This is an optimization exercise on Yosys and OpenROAD, whose aim is small area, a short achievable clock period and few clock cycles, not a production implementation. In this exercise RTL edits were held to simulation tests only and were not proved equivalent to the original. Power figures rest on the tool's default switching activity, not on a simulated workload.

$ cat flow/flow/run.sh
#!/bin/bash
# Layout flow: the standard ORFS flow (standard.sh, every step unchanged,
# same clock, constraints and synthesis), with one difference: the setup
# repair that ORFS runs after floorplan, CTS and global routing aims at a
# slack margin below the clock period (SETUP_SLACK_MARGIN), so that the
# paths are sized for the period the design can reach instead of stopping
# once 22 ns is met. Gate cloning is off so the registers stay exactly the
# standard synthesis's. make's output goes to standard_flow.log; ORFS keeps
# each step's full log under orfs/logs.
set -euo pipefail
target_ns=${TARGET_NS:-6.0}
margin=$(python3 -c "print(round(${FLOW_PERIOD_NS} - ${target_ns}, 3))")
echo "period ${FLOW_PERIOD_NS} ns, repair target ${target_ns} ns, SETUP_SLACK_MARGIN=${margin}" > flow_settings.log
bash standard.sh "SETUP_SLACK_MARGIN=${margin}" SKIP_GATE_CLONING=1 finish > standard_flow.log 2>&1
$ cat flow/standard.sh
#!/bin/bash
# synth_recipe.tcl (not shown) runs the flow's synth.tcl, then flattens the netlist and writes it again
# the make line also repeats each setting of config.mk as NAME=value (left out here)
make -C /OpenROAD-flow-scripts/flow DESIGN_CONFIG=/design/flow/config.mk WORK_HOME=/design/flow/orfs CLKGATE_MAP_FILE= SYNTH_SCRIPT=/design/flow/synth_recipe.tcl "${@:-finish}"
$ cat flow/config.mk
export PLATFORM = sky130hd
export DESIGN_NAME = pred_enc
export DESIGN_NICKNAME = pred_enc
export VERILOG_FILES = /design/flow/design.v
export SDC_FILE = /design/flow/constraint.sdc
export NUM_CORES = 8
export LEC_CHECK = 0
export CAP_MARGIN = 20
export CORE_MARGIN = 2
export CORE_UTILIZATION = 50
export SLEW_MARGIN = 20
$ cat flow/constraint.sdc
create_clock -name core_clock -period 22.0 [get_ports {clk}]
set_input_delay 4.4000 -clock core_clock [delete_from_list [all_inputs] [get_ports {clk}]]
set_output_delay 4.4000 -clock core_clock [all_outputs]
set_load 0.01 [all_outputs]
$ cat flow/design.v
module pred_enc (
    input  wire        clk,
    input  wire        rst,
    input  wire        in_valid,
    output wire        in_ready,
    input  wire [15:0] in_r,
    input  wire [15:0] in_g,
    input  wire [15:0] in_b,
    input  wire [15:0] in_ar,
    input  wire [15:0] in_ag,
    input  wire [15:0] in_ab,
    input  wire        in_odd,
    input  wire        in_pred_en,
    input  wire        in_last,
    output wire        out_valid,
    input  wire        out_ready,
    output wire [63:0] out_data,
    output wire [15:0] out_entry,
    output wire        out_last
);
    localparam [1:0] MODE_FLAT = 2'b01;
    localparam [1:0] MODE_PRED = 2'b10;
    localparam [1:0] MODE_RAW  = 2'b11;
    localparam integer RING  = 68;          
    localparam integer TAP   = RING - 3;    
    localparam integer SW    = 84;          
    localparam integer AW    = 170;         
    localparam integer HOLES = RING - 64;   
    integer i, c, kk;
    function [16:0] add16;
        input [15:0] a;
        input [15:0] b;
        input        ci;
        reg   [15:0] g, p, gn, pn;
        integer      j, d;
        begin
            g = a & b;
            p = a ^ b;
            g[0] = g[0] | (p[0] & ci);
            for (d = 1; d < 16; d = d * 2) begin
                gn = g;
                pn = p;
                for (j = d; j < 16; j = j + 1) begin
                    gn[j] = g[j] | (p[j] & g[j-d]);
                    pn[j] = p[j] & p[j-d];
                end
                g = gn;
                p = pn;
            end
            add16 = {g[15], (a ^ b) ^ {g[14:0], ci}};
        end
    endfunction
    function ge16;
        input [15:0] a;
        input [15:0] b;
        reg   [16:0] s;
        begin
            s = add16(a, ~b, 1'b1);
            ge16 = s[16];
        end
    endfunction
    function gt16;
        input [15:0] a;
        input [15:0] b;
        reg   [16:0] s;
        begin
            s = add16(a, ~b, 1'b0);
            gt16 = s[16];
        end
    endfunction
    function [13:0] predict;
        input        odd;
        input        first;
        input [13:0] left;    
        input [13:0] bv;      
        input [13:0] cv;      
        reg          a_gt_b, c_ge_a, c_ge_b, a_ge_c, b_ge_c;
        reg   [15:0] s, cy;
        reg   [16:0] sum;
        begin
            a_gt_b = gt16({2'b0, left}, {2'b0, bv});
            c_ge_a = ge16({2'b0, cv}, {2'b0, left});
            c_ge_b = ge16({2'b0, cv}, {2'b0, bv});
            a_ge_c = ge16({2'b0, left}, {2'b0, cv});
            b_ge_c = ge16({2'b0, bv}, {2'b0, cv});
            s   = {2'b0, left} ^ {2'b0, bv} ^ ~{2'b0, cv};
            cy  = (({2'b0, left} & {2'b0, bv}) | ({2'b0, left} & ~{2'b0, cv})
                 | ({2'b0, bv} & ~{2'b0, cv})) << 1;
            sum = add16(s, cy, 1'b1);
            if (!odd)                  predict = first ? 14'd0 : left;
            else if (first)            predict = bv;
            else if (c_ge_a && c_ge_b) predict = a_gt_b ? bv : left;
            else if (a_ge_c && b_ge_c) predict = a_gt_b ? left : bv;
            else                       predict = sum[13:0];
        end
    endfunction
    function [14:0] map_res;
        input [13:0] u;
        input [13:0] p;
        reg   [16:0] d;
        begin
            d = add16({2'b0, u}, ~{2'b0, p}, 1'b1);     
            map_res = {d[13:0] ^ {14{d[14]}}, d[14]};
        end
    endfunction
    reg rst_q;
    always @(posedge clk) rst_q <= rst;
    reg        in_rdy;
    reg        in_first;             
    reg [1:0]  inflight;             
    wire       in_fire = in_valid & in_rdy;
    assign in_ready = in_rdy;
    reg        s0_v, s0_first, s0_last, s0_odd, s0_pen;
    reg [41:0] s0_u, s0_a;
    always @(posedge clk) begin
        s0_u     <= {in_r[13:0], in_g[13:0], in_b[13:0]};
        s0_a     <= {in_ar[13:0], in_ag[13:0], in_ab[13:0]};
        s0_odd   <= in_odd;
        s0_pen   <= in_pred_en;
        s0_last  <= in_last;
        s0_first <= in_first;
        s0_v     <= in_fire;
    end
    reg [41:0] prev_u, prev_a;
    reg        blk_odd, blk_pen, blk_flat;
    reg [5:0]  blk_cnt;
    wire odd_now = s0_first ? s0_odd : blk_odd;
    wire [13:0] p_r = predict(odd_now, s0_first, prev_u[41:28], s0_a[41:28], prev_a[41:28]);
    wire [13:0] p_g = predict(odd_now, s0_first, prev_u[27:14], s0_a[27:14], prev_a[27:14]);
    wire [13:0] p_b = predict(odd_now, s0_first, prev_u[13:0],  s0_a[13:0],  prev_a[13:0]);
    wire        same_px = (s0_u == prev_u);
    reg [6:0]  bd_n;
    reg        bd_odd, bd_pen, bd_flat;
    always @(posedge clk) begin
        if (s0_v) begin
            prev_u <= s0_u;
            prev_a <= s0_a;
            if (s0_first) begin
                blk_odd  <= s0_odd;
                blk_pen  <= s0_pen;
                blk_flat <= 1'b1;
                blk_cnt  <= 6'd1;
            end else begin
                if (!same_px) blk_flat <= 1'b0;
                blk_cnt <= blk_cnt + 6'd1;
            end
            if (s0_last) begin
                bd_n    <= s0_first ? 7'd1 : {1'b0, blk_cnt} + 7'd1;
                bd_odd  <= odd_now;
                bd_pen  <= s0_first ? s0_pen : blk_pen;
                bd_flat <= s0_first ? 1'b1 : (blk_flat & same_px);
            end
        end
    end
    reg [SW*RING-1:0] rdat;
    reg [RING-1:0]    rv;
    wire [SW-1:0] slot_last = rdat[SW*(RING-1) +: SW];
    wire [SW-1:0] slot_tap  = rdat[SW*TAP +: SW];
    wire          v_tap     = rv[TAP];
    reg  [6:0] wait_cnt;             
    wire       consume;              
    wire       miss = v_tap & (wait_cnt == 7'd0) & ~consume;
    always @(posedge clk) begin
        rdat <= {rdat[SW*(RING-1)-1:0], s0_v ? {s0_u, p_r, p_g, p_b} : slot_last};
    end
    always @(posedge clk) begin
        if (rst_q) begin
            rv       <= {RING{1'b0}};
            wait_cnt <= 7'd0;
        end else begin
            for (i = 1; i < RING; i = i + 1)
                rv[i] <= rv[i-1];
            rv[TAP+1] <= v_tap & ~consume;
            rv[0]     <= s0_v | rv[RING-1];
            if (miss)                wait_cnt <= RING - 1;
            else if (wait_cnt != 0)  wait_cnt <= wait_cnt - 7'd1;
        end
    end
    reg        c1_v, c1_first, c1_last;
    always @(posedge clk) begin
        c1_v     <= s0_v;
        c1_first <= s0_v & s0_first;
        c1_last  <= s0_last;
    end
    wire [SW-1:0] slot0 = rdat[SW-1:0];
    wire [14:0] c1_m [0:2];
    assign c1_m[0] = map_res(slot0[83:70], slot0[41:28]);
    assign c1_m[1] = map_res(slot0[69:56], slot0[27:14]);
    assign c1_m[2] = map_res(slot0[55:42], slot0[13:0]);
    reg [10:0] cost [0:2][0:14];
    reg [15:0] ca, cb, cc, cs, ck;
    reg [16:0] csum;
    reg [14:0] cq;
    reg        cesc;
    always @(posedge clk) begin
        for (c = 0; c < 3; c = c + 1)
            for (kk = 0; kk < 15; kk = kk + 1) begin
                cq   = c1_m[c] >> kk;
                cesc = (cq[14:4] != 11'd0);
                ca = {5'd0, c1_first ? 11'd0 : cost[c][kk]};
                cb = c1_v ? {12'd0, cq[3:0] | {4{cesc}}} : 16'd0;
                cc = c1_v ? (cesc ? 16'd16 : kk + 1) : 16'd0;
                cs = ca ^ cb ^ cc;
                ck = ((ca & cb) | (ca & cc) | (cb & cc)) << 1;
                csum = add16(cs, ck, 1'b0);
                cost[c][kk] <= csum[10:0];
            end
    end
    reg        da_go;
    always @(posedge clk) da_go <= c1_v & c1_last & ~rst_q;
    function [14:0] min4;
        input [14:0] v0, v1, v2, v3;
        reg g01, g02, g03, g12, g13, g23;
        reg s0, s1, s2, s3;
        begin
            g01 = gt16({5'd0, v0[10:0]}, {5'd0, v1[10:0]});
            g02 = gt16({5'd0, v0[10:0]}, {5'd0, v2[10:0]});
            g03 = gt16({5'd0, v0[10:0]}, {5'd0, v3[10:0]});
            g12 = gt16({5'd0, v1[10:0]}, {5'd0, v2[10:0]});
            g13 = gt16({5'd0, v1[10:0]}, {5'd0, v3[10:0]});
            g23 = gt16({5'd0, v2[10:0]}, {5'd0, v3[10:0]});
            s0 = ~g01 & ~g02 & ~g03;
            s1 =  g01 & ~g12 & ~g13;
            s2 =  g02 &  g12 & ~g23;
            s3 =  g03 &  g13 &  g23;
            min4 = ({15{s0}} & v0) | ({15{s1}} & v1) | ({15{s2}} & v2) | ({15{s3}} & v3);
        end
    endfunction
    reg [14:0] lv [0:15];
    reg [14:0] m1 [0:3];
    reg [14:0] m2;
    reg [3:0]  bk [0:2];
    reg [10:0] bc [0:2];
    always @(*) begin
        for (c = 0; c < 3; c = c + 1) begin
            for (kk = 0; kk < 15; kk = kk + 1)
                lv[kk] = {kk[3:0], cost[c][kk]};
            lv[15] = {4'd15, 11'h7FF};     
            for (kk = 0; kk < 4; kk = kk + 1)
                m1[kk] = min4(lv[4*kk], lv[4*kk+1], lv[4*kk+2], lv[4*kk+3]);
            m2 = min4(m1[0], m1[1], m1[2], m1[3]);
            bk[c] = m2[14:11];
            bc[c] = m2[10:0];
        end
    end
    reg        db_go;
    reg [10:0] db_c [0:2];
    reg [6:0]  db_n;
    reg        db_odd, db_pen, db_flat;
    always @(posedge clk) begin
        db_go <= da_go & ~rst_q;
        for (c = 0; c < 3; c = c + 1)
            db_c[c] <= bc[c];
        db_n    <= bd_n;
        db_odd  <= bd_odd;
        db_pen  <= bd_pen;
        db_flat <= bd_flat;
    end
    wire [15:0] on12   = {9'd0, db_odd ? db_n : 7'd0} + 16'd12;    
    wire [15:0] t_a = {5'd0, db_c[0]}, t_b = {5'd0, db_c[1]}, t_c = {5'd0, db_c[2]};
    wire [15:0] s1  = t_a ^ t_b ^ t_c;
    wire [15:0] k1  = ((t_a & t_b) | (t_a & t_c) | (t_b & t_c)) << 1;
    wire [15:0] s2  = s1 ^ k1 ^ on12;
    wire [15:0] k2  = ((s1 & k1) | (s1 & on12) | (k1 & on12)) << 1;
    wire [16:0] pbs = add16(s2, k2, 1'b0);
    wire [12:0] pred_bits = pbs[12:0];
    wire [16:0] rbs = add16({4'd0, db_n, 5'd0}, {5'd0, db_n, 4'd0}, 1'b0);
    wire [12:0] raw_bits = rbs[12:0];                               
    wire        too_long = gt16({3'd0, pred_bits}, {3'd0, raw_bits});
    wire [16:0] plen = add16({7'd0, pred_bits[11:3]}, 16'd0, pred_bits[2:0] != 3'd0);
    reg  [1:0]  d_mode;
    reg  [8:0]  d_len;
    always @(*) begin
        if (db_pen && db_flat) begin
            d_mode = MODE_FLAT;
            d_len  = 9'd6;
        end else if (!db_pen || too_long) begin
            d_mode = MODE_RAW;
            d_len  = raw_bits[11:3];
        end else begin
            d_mode = MODE_PRED;
            d_len  = plen[8:0];
        end
    end
    reg [19:0] kq0, kq1, kq2;
    reg [1:0]  kq_n;
    wire [19:0] kq_in = {bk[0], bk[1], bk[2], bd_odd, bd_n};
    wire        kq_pop;
    always @(posedge clk) begin
        if (rst_q) begin
            kq_n <= 2'd0;
        end else begin
            case ({da_go, kq_pop})
                2'b10: begin
                    if (kq_n == 2'd0) kq0 <= kq_in;
                    if (kq_n == 2'd1) kq1 <= kq_in;
                    if (kq_n == 2'd2) kq2 <= kq_in;
                    kq_n <= kq_n + 2'd1;
                end
                2'b01: begin
                    kq0 <= kq1;
                    kq1 <= kq2;
                    kq_n <= kq_n - 2'd1;
                end
                2'b11: begin
                    kq0 <= (kq_n == 2'd1) ? kq_in : kq1;
                    kq1 <= (kq_n == 2'd2) ? kq_in : kq2;
                    if (kq_n == 2'd3) kq2 <= kq_in;
                end
                default: ;
            endcase
        end
    end
    reg [10:0] mq0, mq1, mq2;
    reg [1:0]  mq_n;
    wire [10:0] mq_in = {d_mode, d_len};
    wire        mq_pop;
    always @(posedge clk) begin
        if (rst_q) begin
            mq_n <= 2'd0;
        end else begin
            case ({db_go, mq_pop})
                2'b10: begin
                    if (mq_n == 2'd0) mq0 <= mq_in;
                    if (mq_n == 2'd1) mq1 <= mq_in;
                    if (mq_n == 2'd2) mq2 <= mq_in;
                    mq_n <= mq_n + 2'd1;
                end
                2'b01: begin
                    mq0 <= mq1;
                    mq1 <= mq2;
                    mq_n <= mq_n - 2'd1;
                end
                2'b11: begin
                    mq0 <= (mq_n == 2'd1) ? mq_in : mq1;
                    mq1 <= (mq_n == 2'd2) ? mq_in : mq2;
                    if (mq_n == 2'd3) mq2 <= mq_in;
                end
                default: ;
            endcase
        end
    end
    wire [3:0] ak0 = kq0[19:16];
    wire [3:0] ak1 = kq0[15:12];
    wire [3:0] ak2 = kq0[11:8];
    wire       aodd = kq0[7];
    wire [6:0] an  = kq0[6:0];
    reg  [5:0] acnt;                
    wire       a_last = ({1'b0, acnt} == an - 7'd1);
    reg        r1_v, r1_first, r1_last, r1_odd;
    reg [44:0] r1_m;
    reg [41:0] r1_u;
    reg [14:0] r1_l;
    reg [11:0] r1_k;
    wire       r1_move;             
    wire       r1_free = ~r1_v | r1_move;
    wire       kq_ok   = (kq_n != 2'd0);
    assign consume = v_tap & (wait_cnt == 7'd0) & r1_free & kq_ok;
    assign kq_pop  = consume & a_last;
    function [4:0] rice_len;
        input [14:0] m;
        input [3:0]  k;
        reg   [14:0] q;
        reg   [16:0] s;
        begin
            q = m >> k;
            s = add16({12'd0, q[3:0]}, {12'd0, k}, 1'b1);
            rice_len = (q[14:4] != 11'd0) ? 5'd31 : s[4:0];
        end
    endfunction
    wire [14:0] a_m0 = map_res(slot_tap[83:70], slot_tap[41:28]);
    wire [14:0] a_m1 = map_res(slot_tap[69:56], slot_tap[27:14]);
    wire [14:0] a_m2 = map_res(slot_tap[55:42], slot_tap[13:0]);
    always @(posedge clk) begin
        if (rst_q) begin
            r1_v <= 1'b0;
            acnt <= 6'd0;
        end else begin
            if (consume)      r1_v <= 1'b1;
            else if (r1_move) r1_v <= 1'b0;
            if (consume) acnt <= a_last ? 6'd0 : acnt + 6'd1;
        end
        if (consume) begin
            r1_m     <= {a_m0, a_m1, a_m2};
            r1_u     <= slot_tap[83:42];
            r1_l     <= {rice_len(a_m0, ak0), rice_len(a_m1, ak1), rice_len(a_m2, ak2)};
            r1_k     <= {ak0, ak1, ak2};
            r1_odd   <= aodd;
            r1_first <= (acnt == 6'd0);
            r1_last  <= a_last;
        end
    end
    wire [1:0] bmode = mq0[10:9];
    wire [8:0] blen  = mq0[8:0];
    function [30:0] rice_code;
        input [14:0] m;
        input [3:0]  k;
        input [4:0]  len;
        begin
            if (len == 5'd31)
                rice_code = {16'hFFFF, m};
            else
                rice_code = (~(31'h7FFFFFFF << len) & (31'h7FFFFFFF << ({1'b0, k} + 5'd1)))
                          | ({16'd0, m} & ~(31'h7FFFFFFF << k));
        end
    endfunction
    wire [30:0] cd0 = rice_code(r1_m[44:30], r1_k[11:8], r1_l[14:10]);
    wire [30:0] cd1 = rice_code(r1_m[29:15], r1_k[7:4],  r1_l[9:5]);
    wire [30:0] cd2 = rice_code(r1_m[14:0],  r1_k[3:0],  r1_l[4:0]);
    wire [16:0] l12s = add16({11'd0, r1_l[9:5]}, {11'd0, r1_l[4:0]}, 1'b0);
    wire [5:0]  l12  = l12s[5:0];
    wire [16:0] plens = add16({11'd0, r1_l[14:10]}, {10'd0, l12}, r1_odd);
    wire [93:0] pred_tok = ({63'd0, cd0} << l12) | ({63'd0, cd1} << r1_l[4:0]) | {63'd0, cd2};
    wire [6:0]  pred_len = plens[6:0];
    wire [47:0] raw_tok  = {r1_u[35:28], 2'b00, r1_u[41:36],
                            r1_u[21:14], 2'b00, r1_u[27:22],
                            r1_u[7:0],   2'b00, r1_u[13:8]};
    reg  [93:0] b_tok;
    reg  [6:0]  b_len;
    always @(*) begin
        case (bmode)
            MODE_PRED: begin b_tok = pred_tok; b_len = pred_len; end
            MODE_RAW:  begin b_tok = {46'd0, raw_tok}; b_len = 7'd48; end
            default:   begin
                b_tok = r1_first ? {46'd0, raw_tok} : 94'd0;
                b_len = r1_first ? 7'd48 : 7'd0;
            end
        endcase
    end
    reg        r2_v, r2_first, r2_last, r2_hdr;
    reg [93:0] r2_tok;
    reg [6:0]  r2_len;              
    reg [11:0] r2_hbits;
    reg [10:0] r2_ent;
    wire       r2_acc;              
    wire       r2_free = ~r2_v | r2_acc;
    wire       mq_ok   = (mq_n != 2'd0);
    assign r1_move = r1_v & mq_ok & r2_free;
    assign mq_pop  = r1_move & r1_last;
    always @(posedge clk) begin
        if (rst_q) begin
            r2_v <= 1'b0;
        end else begin
            if (r1_move)     r2_v <= 1'b1;
            else if (r2_acc) r2_v <= 1'b0;
        end
        if (r1_move) begin
            r2_tok   <= b_tok;
            r2_len   <= b_len;
            r2_first <= r1_first;
            r2_last  <= r1_last;
            r2_hdr   <= r1_first & (bmode == MODE_PRED);
            r2_hbits <= r1_k;
            r2_ent   <= {blen, bmode};
        end
    end
    reg [AW-1:0] acc;               
    reg [7:0]    occ;               
    reg [1:0]    nba;               
    reg          hasb;              
    reg [10:0]   enta, entb;
    reg          ob_v, ob_vo, sk_v;
    reg [63:0]   ob_d, sk_d;
    reg [10:0]   ob_e, sk_e;
    reg          ob_l, sk_l;
    wire        emit   = occ[7] | occ[6];                  
    wire        emit_g = emit & ~sk_v;
    wire [7:0]  pe_occ = emit_g ? {occ[7:6] - 2'd1, occ[5:0]} : occ;
    wire        a_gone = emit_g & (nba == 2'd1);
    wire [1:0]  pe_nba = (emit_g && nba != 2'd0) ? nba - 2'd1 : nba;
    wire        pe_hasb = hasb & ~a_gone;
    wire [10:0] pe_enta = a_gone ? entb : enta;
    wire [15:0] xa  = {8'd0, occ};
    wire [15:0] xb  = {9'd0, r2_len};
    wire [15:0] xc  = r2_hdr ? 16'd12 : 16'd0;
    wire [15:0] xs  = xa ^ xb ^ xc;
    wire [15:0] xk  = ((xa & xb) | (xa & xc) | (xb & xc)) << 1;
    wire [16:0] xx  = add16(xs, xk, 1'b0);
    wire [8:0]  x   = xx[8:0];
    wire        fits = emit_g ? ~gt16({7'd0, x}, AW + 64) : ~gt16({7'd0, x}, AW);
    wire [8:0]  fill = emit_g ? {x[8:6] - 3'd1, x[5:0]} : x;
    assign r2_acc = r2_v & fits & ~(r2_last & pe_hasb);
    wire [16:0] shs  = add16(AW, {8'hFF, ~x[7:0]}, 1'b1);   
    wire [7:0]  sh   = emit_g ? {shs[7:6] + 2'd1, shs[5:0]} : shs[7:0];
    wire [AW-1:0] tok_at = {{(AW-94){1'b0}}, r2_tok} << sh;
    wire [AW-1:0] hdr_at = {r2_hbits, {(AW-12){1'b0}}} >> {pe_occ[7:6], 6'd0};
    wire [AW-1:0] acc_pe = emit_g ? {acc[AW-65:0], 64'd0} : acc;
    wire [2:0]  fup  = fill[8:6] + {2'd0, fill[5:0] != 6'd0};    
    always @(posedge clk) begin
        if (rst_q) begin
            acc  <= {AW{1'b0}};
            occ  <= 8'd0;
            nba  <= 2'd0;
            hasb <= 1'b0;
        end else begin
            acc <= acc_pe | (r2_acc ? (tok_at | (r2_hdr ? hdr_at : {AW{1'b0}})) : {AW{1'b0}});
            enta <= pe_enta;
            if (r2_acc) begin
                if (r2_first) begin
                    if (pe_nba != 2'd0) begin
                        entb <= r2_ent;
                    end else begin
                        enta <= r2_ent;
                    end
                end
                if (r2_last) begin
                    occ  <= {fup[1:0], 6'd0};
                    nba  <= fup[1:0];
                    hasb <= 1'b0;
                end else begin
                    occ  <= fill[7:0];
                    nba  <= pe_nba;
                    hasb <= r2_first ? (pe_nba != 2'd0) : pe_hasb;
                end
            end else begin
                occ  <= pe_occ;
                nba  <= pe_nba;
                hasb <= pe_hasb;
            end
        end
    end
    wire pop = ob_v & out_ready;
    always @(posedge clk) begin
        if (rst | rst_q) begin
            ob_v  <= 1'b0;
            ob_vo <= 1'b0;
            sk_v  <= 1'b0;
        end else begin
            if (pop) begin
                ob_v  <= sk_v | emit_g;
                ob_vo <= sk_v | emit_g;
                sk_v  <= 1'b0;
            end else if (emit_g) begin
                ob_v  <= 1'b1;
                ob_vo <= 1'b1;
                sk_v  <= ob_v;
            end
        end
        if (emit_g && ob_v) begin
            sk_d <= acc[AW-1 -: 64];
            sk_e <= enta;
            sk_l <= (nba == 2'd1);
        end
        if (pop ? 1'b1 : ~ob_v) begin
            if (pop && sk_v) begin
                ob_d <= sk_d;
                ob_e <= sk_e;
                ob_l <= sk_l;
            end else begin
                ob_d <= acc[AW-1 -: 64];
                ob_e <= enta;
                ob_l <= (nba == 2'd1);
            end
        end
    end
    assign out_valid = ob_vo;
    assign out_last  = ob_l;
    assign out_entry = {5'd0, ob_e};
    genvar bi;
    generate
        for (bi = 0; bi < 8; bi = bi + 1) begin : g_bytes
            assign out_data[8*bi +: 8] = ob_d[63 - 8*bi -: 8];
        end
    endgenerate
    reg       sv;                    
    reg [6:0] tcnt;                  
    reg [2:0] hcnt;                  
    reg       mid;                   
    reg       wr_ok;                 
    wire pass_v = rv[RING-1];
    wire wr     = s0_v;
    wire writable = ~pass_v & ~sv & ((hcnt < HOLES) | (tcnt == 7'd1));
    wire       sv_1   = (wr | (tcnt == 7'd0)) ? 1'b0 : (sv | pass_v);
    wire [6:0] tcnt_1 = wr ? 7'd1 : ((tcnt == RING - 1) ? 7'd0 : tcnt + 7'd1);
    wire       hole   = writable & ~wr & mid;
    wire [2:0] hcnt_1 = (wr & s0_first) ? 3'd0 : ((hole && hcnt != 3'd7) ? hcnt + 3'd1 : hcnt);
    wire       mid_1  = wr ? ~s0_last : mid;
    wire       pass_v_1 = rv[RING-2];
    wire       sv_2     = (tcnt_1 == 7'd0) ? 1'b0 : (sv_1 | pass_v_1);
    wire [6:0] tcnt_2   = (tcnt_1 == RING - 1) ? 7'd0 : tcnt_1 + 7'd1;
    wire [2:0] hcnt_2   = (wr_ok && mid_1 && hcnt_1 != 3'd7) ? hcnt_1 + 3'd1 : hcnt_1;
    wire       pass_v_2 = v_tap & ~consume;
    wire       wr_ok_2  = ~pass_v_2 & ~sv_2 & ((hcnt_2 < HOLES) | (tcnt_2 == 7'd1));
    wire       in_first_nx = in_fire ? in_last : in_first;
    wire [1:0] infl_nx  = inflight + {1'b0, in_fire & in_first} - {1'b0, mq_pop};
    wire [1:0] infl_f   = inflight + {1'b0, in_first} - {1'b0, mq_pop};
    wire [1:0] infl_0   = inflight - {1'b0, mq_pop};
    wire       rdy_f    = ~pass_v_2 & (~in_last | (infl_f != 2'd3));
    wire       rdy_0    = wr_ok_2 & (~in_first | (infl_0 != 2'd3));
    wire       wr_ok_nx = in_fire ? ~pass_v_2 : wr_ok_2;
    always @(posedge clk) begin
        if (rst) begin
            in_rdy <= 1'b0;
        end else if (rst_q) begin
            in_rdy <= 1'b1;
        end else begin
            in_rdy <= in_fire ? rdy_f : rdy_0;
        end
        if (rst_q) begin
            in_first <= 1'b1;
            inflight <= 2'd0;
            wr_ok    <= 1'b1;
            sv       <= 1'b0;
            tcnt     <= 7'd0;
            hcnt     <= 3'd0;
            mid      <= 1'b0;
        end else begin
            in_first <= in_first_nx;
            inflight <= infl_nx;
            wr_ok    <= wr_ok_nx;
            sv       <= sv_1;
            tcnt     <= tcnt_1;
            hcnt     <= hcnt_1;
            mid      <= mid_1;
        end
    end
endmodule
==> flow_summary.toml, run 1 <==
[status]
outcome = "finished clean"

[timing]
clock-skew-final_ns = 0.08934
finalSetupViolCount = 0
worst_pin_slew_ns = 1.246
fin_setup_tns_ns = 0
relSlewSlack_pct = 16.78
rsz0062_at_grt = "true"
period_needed_ns = 6.136
fin_crit_sh_pct = 27.89
hold_viol_final = 0
fmax_mhz = 163.0
slew_viol_final = 0

[synth]
async_reset_ff_share_pct = 0
ys.flop_type = "dfxtp_1"
synth_seq_area_share_pct = 63.68
yosysTopAreaCellShare_pct = 55.91
ys_ff_latch = 7246
synthesis.area_um2 = 237500
yosysTopAreaCell = "dfxtp_1"
synth.distinct_cells = 102
synth_most_common_cell = "dfxtp_1"
synthTopCellsByCount = "6,632 x dfxtp_1, 1,618 x ha_1, 1,201 x nor2_1, 1,165 x nand2_1, 1,111 x inv_1"
synth_edf_count = 614
synthTopCellsByArea = "dfxtp_1 56%, ha_1 8.5%, edfxtp_1 7.8%"
synth_area_per_cell_um2 = 12.16
yosys_warnings = 7
synthCells = 19520

[cells_and_area]
drive_gt1_share_pct = 10.27
finalNonFillerCells = 26890
finalNetCount = 21960
areaGrowthSynthToFinish_pct = 14.60

[place]
dp_hpwl_um = 401700
dp_cells = 25530
place.gp.congestion = 0.9557
port_buffers = 168

[die]
fp.dieH_um = 693.1
start_util_pct = 50.11
die_area_um2 = 480500
num_rows = 253
die_w_um = 693.1
ios = 186
core_area_um2 = 473900

[power_and_ir_drop]
power_density_nw_per_um2 = 139.2
p_int_uw = 25470
power_frac_seq_pct = 39.1
pwr-share-comb_pct = 29.2
clockPowerShare_pct = 31.8
power_uw = 37870
power_switching_uw = 12410
leakage_uw = 0.1135
switching_share_pct = 32.76
vdd_drop_max_mv = 0.2245

[worst_setup_path]
slowest_stage = "edfxtp_1"
crit_buf_inv = 1
required_ns = 17.60
reg2reg_slack_ns = 16.22
path_class = "reg2out"
slowest_delay_ns = 0.48
startpoint_type = "flop"
critPathTopFamily = "flip-flops"
critPathCaptureType = "output port"
crit_path_cell_trace = "buf_2"
cp_max_fo = 1
worstPathArrival_ns = 1.74

[clock_tree]
cts_tree = "built"
clkSlewWorstSetupHoldPaths_ns = 0.06
clock_sinks = 7246
clock_latency_ns = 1.10
cts_buffers = 670
root_buffer = "clkbuf_16"
cts_htree_levels = 6
clockBufferDepth = 4

[hold_path]
min_path_type = "reg2reg"

[route]
initialDrtViolationCount = 11630
drcViolationCount = 0
firstDrtPassIters = 9
wl_um = 557600
vias = 142100
viasPerCell = 5.286
wl_per_cell_um = 20.74
ant_nets = 0

[grt]
grt_pass1_wl_um = 840300
gr-usage-all-layers_pct = 22.67
grt_antenna_before_repair = 46
overflow = 0
grt_max_degree = 150
grt_pass1_vias = 136500

[job]
maxCapViolCount = 0
[metrics by stage]
step                      area, um^2  util (%)  worst slack (ns)  hold slack (ns)
after global placement        246600     52.04             14.82           0.3095
final                         272100     57.43             15.86           0.2619
after CTS                     270800     57.15             15.75           0.2429
after floorplan               237700         -             14.92           0.3096
after global routing          272100     57.42             15.80           0.2523
after detailed placement      246700     52.05             14.79           0.3121
[logic make-up (layout without fill, tap and decap cells)]
| kind of cell | Yosys count | count (layout) | synth area share (%) |
|---|---|---|---|
| AOI/OAI and AO/OA | 3688 | 3688 | 10.50 |
| xor gates and xnor gates | 627 | 627 | 2.336 |
| adders and majority gates | 1800 | 1800 | 10.06 |
| buffers and inverters | 1751 | 2840 | 2.785 |
| DFF | 7246 | 7246 | 63.68 |
| muxes | 554 | 554 | 3.057 |
| other | 1 | 28 | 0.001579 |
| and+or+nand+nor | 3857 | 3857 | 7.585 |
[power by group through the flow]
stage	logic, uW	clock network, uW	registers (uW)
2_1_floorplan	6970	0	14800
3_3_place_gp	9950	0	15100
3_5_place_dp	10100	0	15100
4_1_cts	10400	12300	14800
5_1_grt	12100	12900	14900
6_report	11100	12000	14800
[metal layers]
metal | vias to the layer above | global-route usage (%) | part of all wire (%)
li1 | 69250 | - | -
met1 | 67950 | 32.07 | 46
met2 | 3875 | 35.20 | 44
met3 | 1031 | 2.917 | 5.4
met4 | 4 | 9.329 | 4.5
met5 | - | 0 | 0.0047
[placed cells by master, fill, tap and decap left out, types with 64 or more instances in the layout]
| cell type | n |
|---|---|
| nand2b_1 | 86 |
| xnor2_1 | 415 |
| clkbuf_16 | 688 |
| clkdlybuf4s50_1 | 90 |
| nand4_1 | 136 |
| mux4_2 | 118 |
| a31oi_1 | 156 |
| a21oi_1 | 789 |
| a222oi_1 | 118 |
| nand2_1 | 1157 |
| inv_1 | 1107 |
| a211oi_1 | 215 |
| edfxtp_1 | 614 |
| clkbuf_1 | 130 |
| xor2_1 | 184 |
| nor2b_1 | 269 |
| nor3_1 | 197 |
| clkbuf_8 | 123 |
| o21a_1 | 156 |
| a21o_1 | 271 |
| a22oi_1 | 104 |
| o21ai_0 | 715 |
| bufinv_16 | 64 |
| buf_4 | 284 |
| clkinv_2 | 92 |
| dfxtp_1 | 6612 |
| ha_1 | 1609 |
| o21bai_1 | 70 |
| o211ai_1 | 127 |
| o221ai_1 | 64 |
| nor4_1 | 68 |
| and2_1 | 80 |
| fa_1 | 177 |
| mux2i_1 | 246 |
| nand3_1 | 232 |
| nor2_1 | 1178 |
| and3_1 | 80 |
| mux2_2 | 188 |
| or3_1 | 108 |
[area by class of cell]
| class | count | area [um^2] |
|---|---|---|
| Inverter | 1127 | 4235 |
| Fill cell | 38900 | 201700 |
| Timing Repair Buffer | 477 | 3884 |
| Antenna cell | 23 | 57.56 |
| Sequential cell | 7246 | 151200 |
| Clock inverter | 295 | 4449 |
| Multi-Input combinational cell | 10530 | 81080 |
| Tap cell | 6247 | 7816 |
| Clock buffer | 941 | 19380 |
[worst reg2reg max path, cell delays in order, from the launching register on]
cell and delay (ns):
edfxtp_1 0.46, fa_1 0.55, inv_1 0.06, fa_2 0.37
xor2_2 0.26, a21oi_1 0.46, inv_1 0.09, a211oi_1 0.27
xnor3_1 0.31, and2_0 0.30, xor3_1 0.40, buf_4 0.25
nor3_4 0.73, buf_4 0.45, and3_1 0.52, a22o_1 0.22
[flip-flops by register name (all words and copies together), names as in the netlist, 45 cells and up]
signal	flops
sk_d	64
acc	170
ob_d	64
rv	68
rdat	5712
r2_tok	94
r1_m	45
cost	495
[final timing paths]
kind / from / to / depth (start not counted)
hold / removal: rdat[1663] / rdat[1747] / 0
setup / recovery: ob_l / out_last / 1
hold reg to reg: rdat[1663] / rdat[1747] / 0
setup reg to reg: r2_hdr / acc[8] / 15
[timing repair]
action / in CTS / in global routing
pin swaps: 15 / 42
gates resized for setup: 455 / 192
endpoints found under the setup margin: 395 / 441
setup buffers: 28 / 65
hold buffers: 0 / 0
Testbench counts, summed over its fixed seeds: cycles 47,303.
==> run 2: changes to the inputs <==
--- a/flow/design.v
+++ b/flow/design.v
@@ -24,7 +24,7 @@
     localparam integer RING  = 68;          
     localparam integer TAP   = RING - 3;    
     localparam integer SW    = 84;          
-    localparam integer AW    = 170;         
+    localparam integer AW    = 234;         
     localparam integer HOLES = RING - 64;   
     integer i, c, kk;
     function [16:0] add16;
@@ -106,10 +106,11 @@
     reg rst_q;
     always @(posedge clk) rst_q <= rst;
     reg        in_rdy;
+    reg        in_rdy_o;             
     reg        in_first;             
     reg [1:0]  inflight;             
     wire       in_fire = in_valid & in_rdy;
-    assign in_ready = in_rdy;
+    assign in_ready = in_rdy_o;
     reg        s0_v, s0_first, s0_last, s0_odd, s0_pen;
     reg [41:0] s0_u, s0_a;
     always @(posedge clk) begin
@@ -455,111 +456,76 @@
         end
     end
     reg [AW-1:0] acc;               
-    reg [7:0]    occ;               
-    reg [1:0]    nba;               
-    reg          hasb;              
-    reg [10:0]   enta, entb;
-    reg          ob_v, ob_vo, sk_v;
-    reg [63:0]   ob_d, sk_d;
-    reg [10:0]   ob_e, sk_e;
-    reg          ob_l, sk_l;
-    wire        emit   = occ[7] | occ[6];                  
-    wire        emit_g = emit & ~sk_v;
-    wire [7:0]  pe_occ = emit_g ? {occ[7:6] - 2'd1, occ[5:0]} : occ;
-    wire        a_gone = emit_g & (nba == 2'd1);
-    wire [1:0]  pe_nba = (emit_g && nba != 2'd0) ? nba - 2'd1 : nba;
-    wire        pe_hasb = hasb & ~a_gone;
-    wire [10:0] pe_enta = a_gone ? entb : enta;
-    wire [15:0] xa  = {8'd0, occ};
+    reg [8:0]    occ;               
+    reg [43:0]   sent;              
+    reg [3:0]    slast;             
+    reg          ov;                
+    reg          ov_o;              
+    wire [15:0] xa  = {7'd0, occ};
     wire [15:0] xb  = {9'd0, r2_len};
     wire [15:0] xc  = r2_hdr ? 16'd12 : 16'd0;
     wire [15:0] xs  = xa ^ xb ^ xc;
     wire [15:0] xk  = ((xa & xb) | (xa & xc) | (xb & xc)) << 1;
     wire [16:0] xx  = add16(xs, xk, 1'b0);
     wire [8:0]  x   = xx[8:0];
-    wire        fits = emit_g ? ~gt16({7'd0, x}, AW + 64) : ~gt16({7'd0, x}, AW);
-    wire [8:0]  fill = emit_g ? {x[8:6] - 3'd1, x[5:0]} : x;
-    assign r2_acc = r2_v & fits & ~(r2_last & pe_hasb);
+    wire        ins = r2_v & ~gt16({7'd0, x}, AW);
+    assign r2_acc = ins;
     wire [16:0] shs  = add16(AW, {8'hFF, ~x[7:0]}, 1'b1);   
-    wire [7:0]  sh   = emit_g ? {shs[7:6] + 2'd1, shs[5:0]} : shs[7:0];
-    wire [AW-1:0] tok_at = {{(AW-94){1'b0}}, r2_tok} << sh;
-    wire [AW-1:0] hdr_at = {r2_hbits, {(AW-12){1'b0}}} >> {pe_occ[7:6], 6'd0};
-    wire [AW-1:0] acc_pe = emit_g ? {acc[AW-65:0], 64'd0} : acc;
-    wire [2:0]  fup  = fill[8:6] + {2'd0, fill[5:0] != 6'd0};    
+    wire [AW-1:0] tok_at = {{(AW-94){1'b0}}, r2_tok} << shs[7:0];
+    wire [AW-1:0] hdr_at = {r2_hbits, {(AW-12){1'b0}}} >> {occ[7:6], 6'd0};
+    wire [AW-1:0] acc_i  = acc | (ins ? (tok_at | (r2_hdr ? hdr_at : {AW{1'b0}})) : {AW{1'b0}});
+    wire [2:0]  fup  = x[8:6] + {2'd0, x[5:0] != 6'd0};      
+    wire [8:0]  xm1  = x - 9'd1;
+    reg  [3:0]  touch;
+    reg  [43:0] sent_i;
+    reg  [3:0]  slast_i;
+    always @(*) begin
+        for (i = 0; i < 4; i = i + 1)
+            touch[i] = (occ[8:6] <= i) && (xm1[8:6] >= i) && (x != occ);
+        sent_i  = sent;
+        slast_i = slast;
+        if (ins) begin
+            for (i = 0; i < 4; i = i + 1)
+                if (touch[i]) sent_i[43 - 11*i -: 11] = sent[43 - 11*i -: 11] | r2_ent;
+            if (r2_last)
+                slast_i[3 - xm1[7:6]] = 1'b1;
+        end
+    end
+    wire [8:0]  occ_i = ins ? (r2_last ? {fup, 6'd0} : x) : occ;
+    wire        emit   = ov & out_ready;
+    wire [8:0]  occ_e  = {occ_i[8:6] - 3'd1, occ_i[5:0]};
     always @(posedge clk) begin
         if (rst_q) begin
-            acc  <= {AW{1'b0}};
-            occ  <= 8'd0;
-            nba  <= 2'd0;
-            hasb <= 1'b0;
+            acc   <= {AW{1'b0}};
+            occ   <= 9'd0;
+            sent  <= 44'd0;
+            slast <= 4'd0;
+        end else if (emit) begin
+            acc   <= {acc_i[AW-65:0], 64'd0};
+            occ   <= occ_e;
+            sent  <= {sent_i[32:0], 11'd0};
+            slast <= {slast_i[2:0], 1'b0};
         end else begin
-            acc <= acc_pe | (r2_acc ? (tok_at | (r2_hdr ? hdr_at : {AW{1'b0}})) : {AW{1'b0}});
-            enta <= pe_enta;
-            if (r2_acc) begin
-                if (r2_first) begin
-                    if (pe_nba != 2'd0) begin
-                        entb <= r2_ent;
-                    end else begin
-                        enta <= r2_ent;
-                    end
-                end
-                if (r2_last) begin
-                    occ  <= {fup[1:0], 6'd0};
-                    nba  <= fup[1:0];
-                    hasb <= 1'b0;
-                end else begin
-                    occ  <= fill[7:0];
-                    nba  <= pe_nba;
-                    hasb <= r2_first ? (pe_nba != 2'd0) : pe_hasb;
-                end
-            end else begin
-                occ  <= pe_occ;
-                nba  <= pe_nba;
-                hasb <= pe_hasb;
-            end
+            acc   <= acc_i;
+            occ   <= occ_i;
+            sent  <= sent_i;
+            slast <= slast_i;
         end
-    end
-    wire pop = ob_v & out_ready;
-    always @(posedge clk) begin
         if (rst | rst_q) begin
-            ob_v  <= 1'b0;
-            ob_vo <= 1'b0;
-            sk_v  <= 1'b0;
+            ov   <= 1'b0;
+            ov_o <= 1'b0;
         end else begin
-            if (pop) begin
-                ob_v  <= sk_v | emit_g;
-                ob_vo <= sk_v | emit_g;
-                sk_v  <= 1'b0;
-            end else if (emit_g) begin
-                ob_v  <= 1'b1;
-                ob_vo <= 1'b1;
-                sk_v  <= ob_v;
-            end
-        end
-        if (emit_g && ob_v) begin
-            sk_d <= acc[AW-1 -: 64];
-            sk_e <= enta;
-            sk_l <= (nba == 2'd1);
-        end
-        if (pop ? 1'b1 : ~ob_v) begin
-            if (pop && sk_v) begin
-                ob_d <= sk_d;
-                ob_e <= sk_e;
-                ob_l <= sk_l;
-            end else begin
-                ob_d <= acc[AW-1 -: 64];
-                ob_e <= enta;
-                ob_l <= (nba == 2'd1);
-            end
+            ov   <= emit ? (occ_i[8] | occ_i[7]) : (occ_i[8] | occ_i[7] | occ_i[6]);
+            ov_o <= (ov_o & out_ready) ? (occ_i[8] | occ_i[7]) : (occ_i[8] | occ_i[7] | occ_i[6]);
         end
     end
-    assign out_valid = ob_vo;
-    assign out_last  = ob_l;
-    assign out_entry = {5'd0, ob_e};
+    assign out_valid = ov_o;
+    assign out_last  = slast[3];
+    assign out_entry = {5'd0, sent[43:33]};
     genvar bi;
     generate
         for (bi = 0; bi < 8; bi = bi + 1) begin : g_bytes
-            assign out_data[8*bi +: 8] = ob_d[63 - 8*bi -: 8];
+            assign out_data[8*bi +: 8] = acc[AW - 1 - 8*bi -: 8];
         end
     endgenerate
     reg       sv;                    
@@ -590,11 +556,14 @@
     wire       wr_ok_nx = in_fire ? ~pass_v_2 : wr_ok_2;
     always @(posedge clk) begin
         if (rst) begin
-            in_rdy <= 1'b0;
+            in_rdy   <= 1'b0;
+            in_rdy_o <= 1'b0;
         end else if (rst_q) begin
-            in_rdy <= 1'b1;
+            in_rdy   <= 1'b1;
+            in_rdy_o <= 1'b1;
         end else begin
-            in_rdy <= in_fire ? rdy_f : rdy_0;
+            in_rdy   <= in_fire ? rdy_f : rdy_0;
+            in_rdy_o <= (in_valid & in_rdy_o) ? rdy_f : rdy_0;       
         end
         if (rst_q) begin
             in_first <= 1'b1;
--- a/flow/flow/run.sh
+++ b/flow/flow/run.sh
@@ -8,7 +8,7 @@
 # standard synthesis's. make's output goes to standard_flow.log; ORFS keeps
 # each step's full log under orfs/logs.
 set -euo pipefail
-target_ns=${TARGET_NS:-6.0}
+target_ns=${TARGET_NS:-5.8}
 margin=$(python3 -c "print(round(${FLOW_PERIOD_NS} - ${target_ns}, 3))")
 echo "period ${FLOW_PERIOD_NS} ns, repair target ${target_ns} ns, SETUP_SLACK_MARGIN=${margin}" > flow_settings.log
 bash standard.sh "SETUP_SLACK_MARGIN=${margin}" SKIP_GATE_CLONING=1 finish > standard_flow.log 2>&1
--- a/flow/config.mk
+++ b/flow/config.mk
@@ -7,5 +7,7 @@
 export LEC_CHECK = 0
 export CAP_MARGIN = 20
 export CORE_MARGIN = 2
-export CORE_UTILIZATION = 50
+export CORE_UTILIZATION = 60
+export CTS_CLUSTER_DIAMETER = 50
+export CTS_CLUSTER_SIZE = 30
 export SLEW_MARGIN = 20
==> run 2 against run 1 <==
- clock skew is 0.0017 ns higher
- power is 7.8% lower
- synthesized area is 0.64% lower
- core utilization is 10 points higher
- die area is 17% lower
- combinational power is 5% lower
- clock power is about 20% lower
- worst setup slack better by 0.14 ns
- global-route usage is 4.3 points higher
- cell count is 5.4% lower
- register-to-register slack better by 0.16 ns
- sequential power hardly changed
- highest routed layer unchanged
==> flow_summary.toml, run 2 <==
[hold_path]
holdPathEnd = "rdat[2000]"
whs_path_depth = 0
hp-start = "rdat[1916]"
min_path_type = "reg2reg"

[die]
fp.dieH_um = 631.1
core_area_um2 = 392000
die_area_um2 = 398300
ios = 186
start_util_pct = 60.20
die_w_um = 631.1
num_rows = 230

[grt]
grt_pass1_wl_um = 825900
gr-max-usage-layer = "met2"
overflow = 0
grt_pass1_vias = 136900
grt_util_met1_pct = 36.02
grt_max_degree = 194
gr-usage-all-layers_pct = 26.95
met3_usage_pct = 3.301
use_met2_pct = 43.66
grt_antenna_before_repair = 31

[worst_setup_path]
worstPathArrival_ns = 1.59
crit_path_cell_trace = "buf_6"
cp_max_fo = 2
path_class = "reg2out"
slowest_stage = "dfxtp_4"
r2r_end = "kq0[17]"
r2r_cells = 20
reg2reg_slack_ns = 16.38
required_ns = 17.60
cp-startpoint = "sent[33]"
crit_buf_inv = 1
r2r_start = "cost[3][6]"
critPathCaptureType = "output port"
slowest_delay_ns = 0.45
startpoint_type = "flop"
critPathTopFamily = "flip-flops"

[status]
outcome = "finished clean"

[clock_tree]
cts_tree = "built"
clock_latency_ns = 1.05
cts_buffers = 464
clock_sinks = 7182
root_buffer = "clkbuf_16"
clkSlewWorstSetupHoldPaths_ns = 0.08
cts_htree_levels = 5
clockBufferDepth = 4

[synth]
yosysTopAreaCell = "dfxtp_1"
synth_edf_count = 439
synthTopCellsByArea = "dfxtp_1 57%, ha_1 8.6%, edfxtp_1 5.6%"
synthTopCellsByCount = "6,743 x dfxtp_1, 1,616 x ha_1, 1,265 x nor2_1, 1,115 x inv_1, 878 x nand2_1"
synth.distinct_cells = 121
synth_seq_area_share_pct = 62.80
synthCells = 19510
ys_ff_latch = 7182
yosysTopAreaCellShare_pct = 57.21
synth_most_common_cell = "dfxtp_1"
synth_area_per_cell_um2 = 12.09
synthesis.area_um2 = 235900
ys.flop_type = "dfxtp_1"
async_reset_ff_share_pct = 0
yosys_warnings = 7

[timing]
rsz0062_at_grt = "true"
whs_ns = 0.2893
clock-skew-final_ns = 0.09100
relSlewSlack_pct = 13.20
worst_pin_slew_ns = 1.288
hold_viol_final = 0
period_needed_ns = 5.991
fin_setup_tns_ns = 0
slew_viol_final = 0
fin_crit_sh_pct = 27.23
finalSetupViolCount = 0
fmax_mhz = 166.9

[cells_and_area]
layout_common_cells = "6,637 x dfxtp_1, 1,598 x ha_1, 1,234 x nor2_1"
drive_gt1_share_pct = 10.34
areaGrowthSynthToFinish_pct = 12.10
finalNetCount = 21710
largest_register_ffs = 5712
top_register = "rdat"
fillCellCount = 29030
layout_commonest_cell = "dfxtp_1"
reg.largest.list = "rdat (5712), cost (495), acc (234)"

[route]
wl_per_cell_um = 21.66
initialDrtViolationCount = 11640
vias = 141400
ant_nets = 0
wl_um = 550700
firstDrtPassIters = 8
drcViolationCount = 0
viasPerCell = 5.562

[place]
port_buffers = 168
dp_hpwl_um = 390700
place.gp.congestion = 0.9645

[power_and_ir_drop]
vdd_drop_max_mv = 0.2058
power_density_nw_per_um2 = 132.1
leakage_uw = 0.1102

[job]
maxCapViolCount = 0
-- run 2: cells by family (layout without fill, tap and decap cells) --
family,count (synthesis),after routing,share of synthesized area [%]
xor gates and xnor gates,652,652,2.441
AOI/OAI and AO/OA,3824,3824,11.05
muxes,583,583,3.180
and+or+nand+nor,3652,3652,7.347
buffers and inverters,1820,2488,3.065
other,1,26,0.001589
adders and majority gates,1799,1799,10.12
DFF,7182,7182,62.80
-- run 2: repair_timing --
| action | 4_1_cts | 5_1_grt |
|---|---|---|
| setup buffers | 91 | 92 |
| pin swaps | 57 | 107 |
| setup endpoints to repair | 614 | 559 |
| gates resized for setup | 735 | 286 |
| hold buffers | 0 | 0 |
| hold endpoints to repair | 0 | 0 |
-- run 2: worst max path at each step --
stage	slack, ns	cells after the start	endpoint
after floorplan	16.02	15	mq0[0]
after global placement	14.92	6	acc[95]
after detailed placement	14.84	6	acc[87]
after CTS	15.94	1	out_entry[0]
after global routing	15.98	1	out_entry[0]
final	16.01	1	out_entry[0]
-- run 2: power by group --
group,leakage [uW],internal (uW),switching (uW)
combinational,0.0428,4220,6320
sequential,0.0591,14100,659
clock,0.00834,4520,5120
-- run 2: metal layers --
layer	share of wire (%)	up-vias	routed length, um
li1	-	68640	-
met1	43	67310	238900
met2	45	4306	249700
met3	5.7	1168	31400
met4	5.6	4	30630
met5	0.0040	-	22
-- run 2: area by class of cell --
type	instances	area [um^2]	area share [%]
antenna	21	52.55	0.01987
clock buffer	500	11920	4.507
clock inverter	343	5722	2.163
inverter	1130	4245	1.605
multi-input combinational	10520	82790	31.30
sequential	7182	148400	56.11
tap	5220	6531	2.469
timing repair buffer	515	4810	1.819
-- run 2: per-stage QoR --
stage	utilization (%)	power (uW)	instances	cell area, um^2	setup WS [ns]
floorplan	-	21410	19520	236100	16.02
global placement	61.97	24350	24380	242900	14.92
detailed placement	61.97	24550	24380	242900	14.84
CTS	66.95	34540	25310	262400	15.94
global route	67.47	36840	25410	264400	15.98
finish	67.48	34930	25430	264500	16.01
-- run 2: worst reg2reg max path: stages (launching register included) --
cell and delay [ns]:
dfxtp_1 0.42, inv_1 0.16, ha_1 0.34, nand4_1 0.13, a211oi_1 0.41, o22ai_1 0.21, a211oi_2 0.60, a222oi_1 0.21
nand2_2 0.24, ha_1 0.29, a21o_1 0.18, a21o_1 0.17, a21o_1 0.17, a21o_1 0.17, a21o_1 0.17, a221o_1 0.34
a41o_1 0.30, nand3_4 0.17, a2bb2oi_2 0.24, nand3_1 0.14, a221o_1 0.34
Testbench counts of run 2, summed over its fixed seeds: cycles 47,295.
==> run 3: changes to the inputs <==
--- a/flow/design.v
+++ b/flow/design.v
@@ -428,10 +428,9 @@
             end
         endcase
     end
-    reg        r2_v, r2_first, r2_last, r2_hdr;
+    reg        r2_v, r2_last, r2_hdr;
     reg [93:0] r2_tok;
     reg [6:0]  r2_len;              
-    reg [11:0] r2_hbits;
     reg [10:0] r2_ent;
     wire       r2_acc;              
     wire       r2_free = ~r2_v | r2_acc;
@@ -448,10 +447,8 @@
         if (r1_move) begin
             r2_tok   <= b_tok;
             r2_len   <= b_len;
-            r2_first <= r1_first;
             r2_last  <= r1_last;
             r2_hdr   <= r1_first & (bmode == MODE_PRED);
-            r2_hbits <= r1_k;
             r2_ent   <= {blen, bmode};
         end
     end
@@ -472,7 +469,7 @@
     assign r2_acc = ins;
     wire [16:0] shs  = add16(AW, {8'hFF, ~x[7:0]}, 1'b1);   
     wire [AW-1:0] tok_at = {{(AW-94){1'b0}}, r2_tok} << shs[7:0];
-    wire [AW-1:0] hdr_at = {r2_hbits, {(AW-12){1'b0}}} >> {occ[7:6], 6'd0};
+    wire [AW-1:0] hdr_at = {kq0[19:8], {(AW-12){1'b0}}} >> {occ[7:6], 6'd0};
     wire [AW-1:0] acc_i  = acc | (ins ? (tok_at | (r2_hdr ? hdr_at : {AW{1'b0}})) : {AW{1'b0}});
     wire [2:0]  fup  = x[8:6] + {2'd0, x[5:0] != 6'd0};      
     wire [8:0]  xm1  = x - 9'd1;
==> flow/run.sh (new file) <==
#!/bin/bash
# synth_recipe.tcl (not shown) runs the flow's synth.tcl, then flattens the netlist and writes it again
# the make line also repeats each setting of config.mk as NAME=value (left out here)
make -C /OpenROAD-flow-scripts/flow DESIGN_CONFIG=/design/flow/config.mk WORK_HOME=/design/flow/orfs CLKGATE_MAP_FILE= SYNTH_SCRIPT=/design/flow/synth_recipe.tcl finish
removed: flow/flow/run.sh
removed: flow/standard.sh
==> run 3 against run 2 <==
- design area down 1.1%
- sequential cell count fell by 12
- combinational power shrank 4%
- largest power group unchanged
- non-clock buffer count decreased by 177
- critical endpoint is now cost[30][9]
- cell count up 0.38%
- worst hold slack worse by 0.0051 ns
- sequential share of layout area grew 0.38 points
- maximum frequency fell by 16%
- worst setup slack worse by 1.1 ns
- die area grew 0.30%
==> flow_summary.toml, run 3 <==
[route]
drcViolationCount = 0
vias = 141700
wl_per_cell_um = 21.13
initialDrtViolationCount = 11660
viasPerCell = 5.553
firstDrtPassIters = 10
ant_nets = 0
wl_um = 539300

[cells_and_area]
areaGrowthSynthToFinish_pct = 10.57
layout_common_cells = "6,738 x dfxtp_1, 1,615 x ha_1, 1,390 x nor2_1"
drive_gt1_share_pct = 6.937
fillCellCount = 29600
layout_commonest_cell = "dfxtp_1"
regArea_um2 = 147800
multi_input_area_um2 = 81900
finalNonFillerCells = 25520
top_register = "rdat"
largest_register_ffs = 5712
reg.largest.list = "rdat (5712), cost (495), acc (234)"
finalNetCount = 21800

[synth]
async_reset_ff_share_pct = 0
yosysTopAreaCellShare_pct = 57.04
synthCells = 19810
yosysTopAreaCell = "dfxtp_1"
synthTopCellsByArea = "dfxtp_1 57%, ha_1 8.5%, edfxtp_1 5.4%"
synthAdderAreaFrac_pct = 10.09
synth_most_common_cell = "dfxtp_1"
synth_edf_count = 427
synthTopCellsByCount = "6,743 x dfxtp_1, 1,617 x ha_1, 1,397 x nor2_1, 1,128 x inv_1, 965 x nand2_1"
synthesis.area_um2 = 236700
yosys.area_share.simple_pct = 7.639
ys.flop_type = "dfxtp_1"
synth_top_family_by_area = "compound AO/OA/AOI/OAI gates"
yosys_warnings = 7
synth-xor-area-share_pct = 2.420
synth.distinct_cells = 104
ys_ff_latch = 7170
synth_area_per_cell_um2 = 11.95
synth_seq_area_share_pct = 62.46
synth_compound_area_share_pct = 11.00
muxShareOfSynthArea_pct = 3.286

[clock_tree]
root_buffer = "clkbuf_16"
cts_tree = "built"
cts_buffers = 465
cts_hold_buf = 0
cts_setup_buffers = 0
clockBufferDepth = 4
cts_htree_levels = 5
clock_sinks = 7170
clock_latency_ns = 1.04
clkSlewWorstSetupHoldPaths_ns = 0.10
cts-resized-gates = 0

[place]
port_buffers = 168
dp_cells = 24650
place.gp.congestion = 0.9720
dp_hpwl_um = 388300

[worst_setup_path]
startpoint_type = "flop"
required_ns = 22.88
path_class = "reg2reg"
worstPathArrival_ns = 8.02
critPathCaptureType = "flop"
cp_max_fo = 33
r2r_cells = 26

[grt]
grt_antenna_before_repair = 41
gr-usage-all-layers_pct = 26.60
overflow = 0
grt_pass1_vias = 137300
grt_max_degree = 205
grt_pass1_wl_um = 818900

[power_and_ir_drop]
power_density_nw_per_um2 = 132.6
leakage_uw = 0.1087
vdd_drop_max_mv = 0.2565
power_uw = 34700

[timing]
period_needed_ns = 7.134
fin_crit_sh_pct = 32.43
relSlewSlack_pct = 6.074
hold_viol_final = 0
clock-skew-final_ns = 0.06896
rsz0062_at_grt = "false"
fmax_mhz = 140.2
finalSetupViolCount = 0
fin_setup_tns_ns = 0
slew_viol_final = 0
worst_pin_slew_ns = 1.394

[die]
fp.dieH_um = 632.0
die_area_um2 = 399500
ios = 186
num_rows = 230
core_area_um2 = 392500
die_w_um = 632.0
start_util_pct = 60.29

[hold_path]
min_path_type = "reg2reg"
whs_path_depth = 0

[status]
outcome = "finished clean"

[job]
maxCapViolCount = 0
==> run 3: cell types whose count changed after synthesis, moves of 35 or more <==
cell	delta
a21o_1	-52
nand2_1	+87
a221o_1	-37
clkbuf_1	+57
nor2_1	+132
a211oi_1	+89
a21oi_1	+36
o21a_1	+46
nor2b_1	-35
mux2i_1	+40
nor3_1	+35
==> run 3: layout make-up <==
| class | instances | area share [%] |
|---|---|---|
| sequential | 7170 | 56.49 |
| multi-input combinational | 10780 | 31.30 |
| clock buffer | 507 | 4.617 |
| tap | 5220 | 2.496 |
| clock inverter | 344 | 2.284 |
| inverter | 1143 | 1.640 |
| timing repair buffer | 338 | 1.149 |
| antenna | 21 | 0.02008 |
==> run 3: path summary, 6_finish.rpt <==
check | start | endpoint | slack [ns]
worst max-delay path | rdat[42] | cost[30][9] | 14.87
worst min-delay path | rdat[1722] | rdat[1806] | 0.28
worst max register to register | rdat[42] | cost[30][9] | 14.87
worst min register to register | rdat[1722] | rdat[1806] | 0.28
==> run 3: cells by family after synthesis <==
logic type               after synthesis
AO/OA/AOI/OAI                       3828
XOR/XNOR                             650
flip-flops                          7170
multiplexers                         616
buffers and inverters               1864
other                                  1
adder cells (fa/ha/maj)             1799
AND/OR/NAND/NOR                     3882
==> run 3: layer usage <==
metal,track usage (%),wire [um],up-vias,part of all wire [%]
met1,35.33,234500,67450,43
li1,-,-,69160,-
met2,43.22,245900,3984,46
met4,13.09,29520,6,5.5
met3,3.256,29350,1132,5.4
met5,0,41,-,0.0076
==> run 3: per-stage QoR <==
step	hold slack (ns)	util, %	area, um^2	setup WS [ns]
CTS	0.2799	66.64	261600	14.80
global placement	0.3095	62.04	243500	14.84
detailed placement	0.3121	62.04	243500	14.81
finish	0.2842	66.66	261700	14.87
floorplan	0.3096	-	236700	11.19
global route	0.2956	66.65	261600	14.53
==> run 3: critical path, stage by stage (launching register included) <==
cell	delay (ns)
dfxtp_1	0.35
inv_1	0.10
ha_1	0.24
fa_1	0.41
nand2b_1	0.16
a21boi_0	0.22
o21ai_0	0.19
a21oi_1	0.21
o21bai_1	0.11
a21oi_1	0.33
nor3_4	0.04
buf_4	0.26
or3_1	0.55
o22ai_1	0.20
buf_4	0.25
nand4_1	0.68
o41a_1	0.66
fa_1	0.40
ha_1	0.22
fa_1	0.42
a21oi_1	0.19
nor2_1	0.06
nor2_1	0.16
nor2b_1	0.09
o2111ai_1	0.25
xnor2_1	0.15
nor2_1	0.05
==> run 3: where the power goes <==
group	internal [uW]	switching (uW)
logic	3800	6320
registers	14100	667
clock network	4680	5110
total	22600	12100
Testbench counts of run 3, summed over its fixed seeds: cycles 47,295.
==> run 4: changes to the inputs <==
==> flow/flow/run.sh (new file) <==
#!/bin/bash
set -euo pipefail
target_ns=${TARGET_NS:-5.8}
margin=$(python3 -c "print(round(${FLOW_PERIOD_NS} - ${target_ns}, 3))")
cts="-sink_clustering_enable -repair_clock_nets -sink_clustering_size 30 -sink_clustering_max_diameter 50 -dont_use_dummy_load"
echo "period ${FLOW_PERIOD_NS} ns, repair target ${target_ns} ns, SETUP_SLACK_MARGIN=${margin}, CTS_ARGS=${cts}" > flow_settings.log
bash standard.sh "SETUP_SLACK_MARGIN=${margin}" SKIP_GATE_CLONING=1 "CTS_ARGS=${cts}" finish > standard_flow.log 2>&1
==> flow/standard.sh (new file) <==
#!/bin/bash
# synth_recipe.tcl (not shown) runs the flow's synth.tcl, then flattens the netlist and writes it again
# the make line also repeats each setting of config.mk as NAME=value (left out here)
make -C /OpenROAD-flow-scripts/flow DESIGN_CONFIG=/design/flow/config.mk WORK_HOME=/design/flow/orfs CLKGATE_MAP_FILE= SYNTH_SCRIPT=/design/flow/synth_recipe.tcl "${@:-finish}"
--- a/flow/config.mk
+++ b/flow/config.mk
@@ -8,6 +8,5 @@
 export CAP_MARGIN = 20
 export CORE_MARGIN = 2
 export CORE_UTILIZATION = 60
-export CTS_CLUSTER_DIAMETER = 50
-export CTS_CLUSTER_SIZE = 30
+export PLACE_DENSITY = 0.72
 export SLEW_MARGIN = 20
removed: flow/run.sh
==> run 4 against run 3 <==
- highest routed layer unchanged
- critical endpoint is now in_ready
- critical path type is now reg2out
- clock-buffer cell count is 59 lower
- worst hold slack worse by 0.064 ns
- design area is 0.85% lower
- largest power group unchanged
==> flow_summary.toml, run 4 <==
[cells_and_area]
final_util_pct = 66.10
multi_input_area_um2 = 83970
fillCellCount = 29080
reg.largest.list = "rdat (5712), cost (495), acc (234)"
design_area_um2 = 259400
regArea_um2 = 148100
areaGrowthSynthToFinish_pct = 9.626
layout_commonest_cell = "dfxtp_1"
finalNetCount = 22040
drive_gt1_share_pct = 9.025
largest_register_ffs = 5712
layout_common_cells = "6,633 x dfxtp_1, 1,593 x ha_1, 1,362 x nor2_1"
top_register = "rdat"

[grt]
overflow = 0
grt_pass1_wl_um = 832800
grt_antenna_before_repair = 40
grt_pass1_vias = 139700
gr-usage-all-layers_pct = 27.00
grt_max_degree = 139

[die]
num_rows = 230
fp.dieH_um = 632.0
ios = 186
core_area_um2 = 392500
die_w_um = 632.0
start_util_pct = 60.29
die_area_um2 = 399500

[synth]
synth.distinct_cells = 104
yosysTopAreaCell = "dfxtp_1"
synthCells = 19810
ys.flop_type = "dfxtp_1"
synthesis.area_um2 = 236700
yosys_warnings = 7
synth_area_per_cell_um2 = 11.95
ys_ff_latch = 7170
async_reset_ff_share_pct = 0
synthTopCellsByArea = "dfxtp_1 57%, ha_1 8.5%, edfxtp_1 5.4%"
synth_seq_area_share_pct = 62.46
synth_most_common_cell = "dfxtp_1"
synth_edf_count = 427
synthTopCellsByCount = "6,743 x dfxtp_1, 1,617 x ha_1, 1,397 x nor2_1, 1,128 x inv_1, 965 x nand2_1"
yosysTopAreaCellShare_pct = 57.04

[worst_setup_path]
reg2reg_slack_ns = 16.35
slowest_delay_ns = 0.46
worstPathArrival_ns = 1.60
path_class = "reg2out"
cp_max_fo = 2
required_ns = 17.60
crit_buf_inv = 1
r2r_cells = 30
crit_path_cell_trace = "buf_6"
worstSetupPathDepth = 1
startpoint_type = "flop"
critPathTopFamily = "flip-flops"
critPathCaptureType = "output port"
slowest_stage = "dfxtp_4"

[hold_path]
whs_path_depth = 0
min_path_type = "reg2reg"

[power_and_ir_drop]
power_frac_seq_pct = 43.9
switching_share_pct = 34.10
leakage_uw = 0.1077
p_int_uw = 22250
power_switching_uw = 11510
power_uw = 33770
pwr-share-comb_pct = 33.8
clockPowerShare_pct = 22.3
vdd_drop_max_mv = 0.2708
power_density_nw_per_um2 = 130.1

[place]
place.gp.congestion = 0.9813
port_buffers = 168
place_area_um2 = 243600
dp_hpwl_um = 386800

[timing]
finalSetupViolCount = 0
rsz0062_at_grt = "true"
slew_viol_final = 0
fmax_mhz = 166.6
whs_ns = 0.2199
worst_pin_slew_ns = 1.290
clock-skew-final_ns = 0.1265
hold_viol_final = 0
fin_setup_tns_ns = 0
fin_crit_sh_pct = 27.28
relSlewSlack_pct = 13.06
period_needed_ns = 6.002

[job]
maxCapViolCount = 0

[route]
ant_nets = 0
drcViolationCount = 0
wl_per_cell_um = 21.82
initialDrtViolationCount = 11250
vias = 143700
wl_um = 554000
viasPerCell = 5.661
firstDrtPassIters = 10

[clock_tree]
clock_latency_ns = 1.06
clockBufferDepth = 4
root_buffer = "clkbuf_16"
clkSlewWorstSetupHoldPaths_ns = 0.11
cts_buffers = 448
cts_tree = "built"
cts_hold_buf = 0
clock_sinks = 7170
cts_htree_levels = 5

[status]
outcome = "finished clean"
==> run 4: cell counts after synthesis <==
Identical to the previous run, type by type.
==> run 4: kinds of logic after synthesis <==
group	Yosys count	share of synthesized area (%)
DFF	7170	62.46
and+or+nand+nor	3882	7.639
AOI/OAI and AO/OA	3828	11.00
buffers and inverters	1864	3.111
adders and majority gates	1799	10.09
xor gates and xnor gates	650	2.420
muxes	616	3.286
other	1	0.001585
==> run 4: layout make-up <==
cell class,instances,area share (%)
multi-input cells,10780,32.36
clock buffers,448,4.321
well taps,5220,2.517
flip-flops and latches,7170,57.07
diodes,34,0.03279
repair buffers,591,2.036
inverters,1143,1.660
==> run 4: worst paths after layout <==
path | from | endpoint
max | in_rdy_o | in_ready
min reg2reg | rdat[272] | rdat[356]
min | rdat[272] | rdat[356]
max reg2reg | rdat[42] | cost[30][9]
==> run 4: power groups by stage <==
stage	clock network [uW]	registers [uW]	logic (uW)
final	7520	14800	11400
after CTS	7700	14800	10500
after global routing	8130	14900	12500
after floorplan	0	14800	6980
after global placement	0	15000	9750
after detailed placement	0	15100	9980
==> run 4: repair_timing <==
item	4_1_cts	5_1_grt
resized for setup	752	335
pin swaps	66	146
buffers inserted	109	142
hold endpoints to repair	0	0
setup endpoints to repair	740	524
==> run 4: metal layers <==
metal	vias up	GRT usage [%]	wire length, um
met3	1210	3.506	32140
met1	68880	35.63	237100
met5	-	0	30
met2	4397	43.85	253300
met4	6	13.60	31500
li1	69230	-	-
==> run 4: stage by stage <==
stage / std cells / setup WS [ns]
detailed placement: 24650 / 14.31
floorplan: 19810 / 16.11
global route: 25370 / 15.96
CTS: 25210 / 15.93
global placement: 24650 / 14.35
finish: 25390 / 16.00

port drivers added, routing unchanged:
In the flow no input, the clock included, has a driving cell. The finished layouts below were timed again as built, in two steps.
Step 1: set_driving_cell puts a clkbuf_16 on clk and a buf_2 on each other input, an assumption about the parent block.
Step 2 moves the port delays by t, midway between the first and last clock arrival at a register: inputs arrive t later, outputs are due t later. That takes back most of the time a late clock gives input paths.
a / b / c = ideal ports / drivers / drivers and shift; a / b = the first two.
| run | shift t [ns] | setup WS [ns] | worst register clock-pin slew, ns |
|---|---|---|---|
| run 1 | 1.175 | 15.864 / 15.747 / 15.291 | 0.07 / 0.07 |
| run 2 | 1.126 | 16.009 / 15.894 / 15.218 | 0.11 / 0.11 |
| run 3 | 1.115 | 14.866 / 14.866 / 14.601 | 0.10 / 0.10 |
| run 4 | 1.094 | 15.998 / 15.891 / 15.153 | 0.11 / 0.11 |
After both steps every run listed still meets setup and hold. The setup slack of run 4, which loses most, moves by -0.107 ns with the drivers and by -0.845 ns with both steps.
